This is an optimization exercise on Yosys and OpenROAD, whose aim is small area and a short achievable clock period, not a production implementation.
RTL that was checked went through simulation tests only; none was proved equivalent to the original.

## before
Design ctr_decoder, start of the top module:
module ctr_decoder (
    input  wire        clk,
    input  wire        rst,
    input  wire        in_valid,
    input  wire [63:0] in_container,
    input  wire [35:0] in_addr,
    output wire        out_valid,
    output wire [1:0]  out_outcome,    
    output wire [47:0] out_data,
    output wire        out_poison,
    output wire [63:0] out_container,  
    output wire [6:0]  out_pos0,       
    output wire [6:0]  out_pos1,       
    output wire        out_p,          
    output wire [5:0]  out_s1,         
    output wire [5:0]  out_s3          
);
==> flow/config.mk <==
export PLATFORM = sky130hd
export DESIGN_NAME = ctr_decoder
export DESIGN_NICKNAME = ctr_decoder
export VERILOG_FILES = /design/flow/design.v
export SDC_FILE = /design/flow/constraint.sdc
export NUM_CORES = 4
export LEC_CHECK = 0
export CAP_MARGIN = 20
export CORE_MARGIN = 2
export CORE_UTILIZATION = 40
export SLEW_MARGIN = 20
==> flow/constraint.sdc <==
create_clock -name core_clock -period 18.0 [get_ports {clk}]
set_input_delay 3.6000 -clock core_clock [delete_from_list [all_inputs] [get_ports {clk}]]
set_output_delay 3.6000 -clock core_clock [all_outputs]
set_load 0.01 [all_outputs]
standard.sh (not shown) runs the stock make flow with config.mk's settings and CLKGATE_MAP_FILE= SYNTH_SCRIPT=/design/flow/synth_recipe.tcl, a recipe that flattens the netlist after the stock synthesis.
==> flow/flow/run.sh <==
#!/bin/bash
bash standard.sh SETUP_SLACK_MARGIN=13 finish > standard.log 2>&1
diff inputs: before => after
-- flow/design.v --
<<< before, line 38
    function automatic [5:0] gf_log(input [5:0] a);
        gf_log = T_GF_LOG[a * 6 +: 6];
    endfunction
    localparam [383:0] T_TAB_A = 384'h9c813584fc9b6490b91d417192528db833b705d89345c02a9c813584fc9b6490b91d417192528db833b705d89345c02a;
    function automatic [5:0] tab_a(input [5:0] a);
        tab_a = T_TAB_A[a * 6 +: 6];
    endfunction
    localparam [383:0] T_TAB_B = 384'haf06334175922ed33a6bbfa6dacf637a0d281bc7f8be9015af06334175922ed33a6bbfa6dacf637a0d281bc7f8be9015;
    function automatic [5:0] tab_b(input [5:0] a);
        tab_b = T_TAB_B[a * 6 +: 6];
    endfunction
    localparam [63:0] T_TAB_ALTB = 64'he47ef6dce47ef6dc;
    function automatic [0:0] tab_altb(input [5:0] a);
        tab_altb = T_TAB_ALTB[a * 1 +: 1];
    endfunction
    reg v_1;
>>> after, line 38
    function automatic [5:0] gf_log(input [5:0] a);
        gf_log = T_GF_LOG[a * 6 +: 6];
    endfunction
    reg v_1;
<<< before, line 136
    wire [5:0] u_1 = invcube(s1_1);
    wire [5:0] d_1 = gf_mul(s3_1, u_1);
    wire [5:0] ls1_1 = gf_log(s1_1);
    reg  [63:0] c_2;
    always @(posedge clk) c_2 <= c_1;
>>> after, line 124
    wire [5:0] u_1 = invcube(s1_1);
    wire [5:0] d_1 = gf_mul(s3_1, u_1);
    reg  [63:0] c_2;
    always @(posedge clk) c_2 <= c_1;
<<< before, line 149
    reg  [5:0] d_2;
    always @(posedge clk) d_2 <= d_1;
    reg  [5:0] ls1_2;
    always @(posedge clk) ls1_2 <= ls1_1;
    wire [0:0] s1z_2 = ~|s1_2;
    wire [0:0] s3z_2 = ~|s3_2;
>>> after, line 136
    reg  [5:0] d_2;
    always @(posedge clk) d_2 <= d_1;
    wire [0:0] s1z_2 = ~|s1_2;
    wire [0:0] s3z_2 = ~|s3_2;
<<< before, line 158
    wire [5:0] x1_2 = gf_mul(s1_2, z_2);
    wire [5:0] x2_2 = x1_2 ^ s1_2;
    wire [5:0] ta_2 = tab_a(d_2);
    wire [5:0] tb_2 = tab_b(d_2);
    wire [0:0] altb_2 = tab_altb(d_2);
    wire [6:0] sa_2 = {1'b0, ls1_2} + {1'b0, ta_2};
    wire [6:0] sa1_2 = {1'b0, ls1_2} + {1'b0, ta_2} + 7'd1;
    wire [6:0] sb_2 = {1'b0, ls1_2} + {1'b0, tb_2};
    wire [6:0] sb1_2 = {1'b0, ls1_2} + {1'b0, tb_2} + 7'd1;
    wire [0:0] wa_2 = sa1_2[6];
    wire [0:0] wb_2 = sb1_2[6];
    wire [5:0] lg1_2 = wa_2 ? sa1_2[5:0] : sa_2[5:0];
    wire [5:0] lg2_2 = wb_2 ? sb1_2[5:0] : sb_2[5:0];
    wire [0:0] lt_2 = altb_2 ? ~(wb_2 & ~wa_2) : (wa_2 & ~wb_2);
    wire [5:0] mn_2 = lt_2 ? lg1_2 : lg2_2;
    wire [5:0] mx_2 = lt_2 ? lg2_2 : lg1_2;
>>> after, line 143
    wire [5:0] x1_2 = gf_mul(s1_2, z_2);
    wire [5:0] x2_2 = x1_2 ^ s1_2;
    wire [5:0] lg1_2 = gf_log(x1_2);
    wire [5:0] lg2_2 = gf_log(x2_2);
    wire [0:0] lt_2 = (lg1_2 < lg2_2);
    wire [5:0] mn_2 = lt_2 ? lg1_2 : lg2_2;
    wire [5:0] mx_2 = lt_2 ? lg2_2 : lg1_2;
<<< before, line 188
    wire [0:0] none0_2 = ~good_2 | clean_2;
    wire [0:0] none1_2 = ~good_2 | clean_2 | p_2;
    wire [6:0] opos0_2 = {none0_2, (qonly_2 ? 6'd63 : d1_2 ? lg2_2 : mn_2) | {6{none0_2}}};
    wire [6:0] opos1_2 = {none1_2, (d1_2 ? 6'd63 : mx_2) | {6{none1_2}}};
    wire [0:0] op_2 = p_2;
    wire [5:0] os1_2 = s1_2;
>>> after, line 164
    wire [0:0] none0_2 = ~good_2 | clean_2;
    wire [0:0] none1_2 = ~good_2 | clean_2 | p_2;
    wire [6:0] opos0_2 = {none0_2, mn_2 | {6{none0_2}}};
    wire [6:0] opos1_2 = {none1_2, mx_2 | {6{none1_2}}};
    wire [0:0] op_2 = p_2;
    wire [5:0] os1_2 = s1_2;
==> comparison <==
before vs after, master of the slowest instance on the critical path: dfxtp_1 vs clkdlybuf4s50_1
The run showing the smaller synthesized area is after.
Between after and before, the global-route usage figures differ only marginally.
Ratio of final minimum period to clock period up 0.80 points in after wrt before
Number of flip-flops and latches in after is 6 lower than in before
The run showing the smaller worst path arrival time is before.
[compare] base=before new=after: register fraction of the total cell area ~0 delta; average via count per standard cell -about 1.7%; cell area after layout -450 µm²; stage delay of the slowest cell on the critical path +0.15 ns.
Measured against each other, before and after differ in filler-free cell count of the finished design, the higher figure coming from before.
Only the layout flow was run in before; the RTL was not checked for function there.

what the ideal ports hide:
How much do the figures lean on ideal ports? The routed layouts below were timed once more, with nothing changed but the port constraints. Step 1 (the two cells are an assumption about what drives the block):
set clk [get_ports {clk}]
set_driving_cell -lib_cell sky130_fd_sc_hd__clkbuf_16 $clk
set_driving_cell -lib_cell sky130_fd_sc_hd__buf_2 [delete_from_list [all_inputs] $clk]
Step 2, shift: input delay + t, output delay - t, t = (earliest + latest rising clock arrival at the registers) / 2. This alone moves slack from input paths to output paths. Slacks: no drivers / after step 1 / after step 2; pairs: no drivers / after step 1.
run	t (ns)	setup slack, ns	worst setup path at the end	slew at the worst register clock pin (ns)	pins driven straight from the clock port
before	0.601	13.177 / 13.129 / 12.882	input to register	0.07 / 0.07	1
after	0.598	13.034 / 12.981 / 12.919	input to register	0.07 / 0.07	1
After both steps every run listed still meets setup and hold. For before, which loses most, drivers alone change the setup slack by -0.048 ns; drivers and shift together by -0.295 ns.
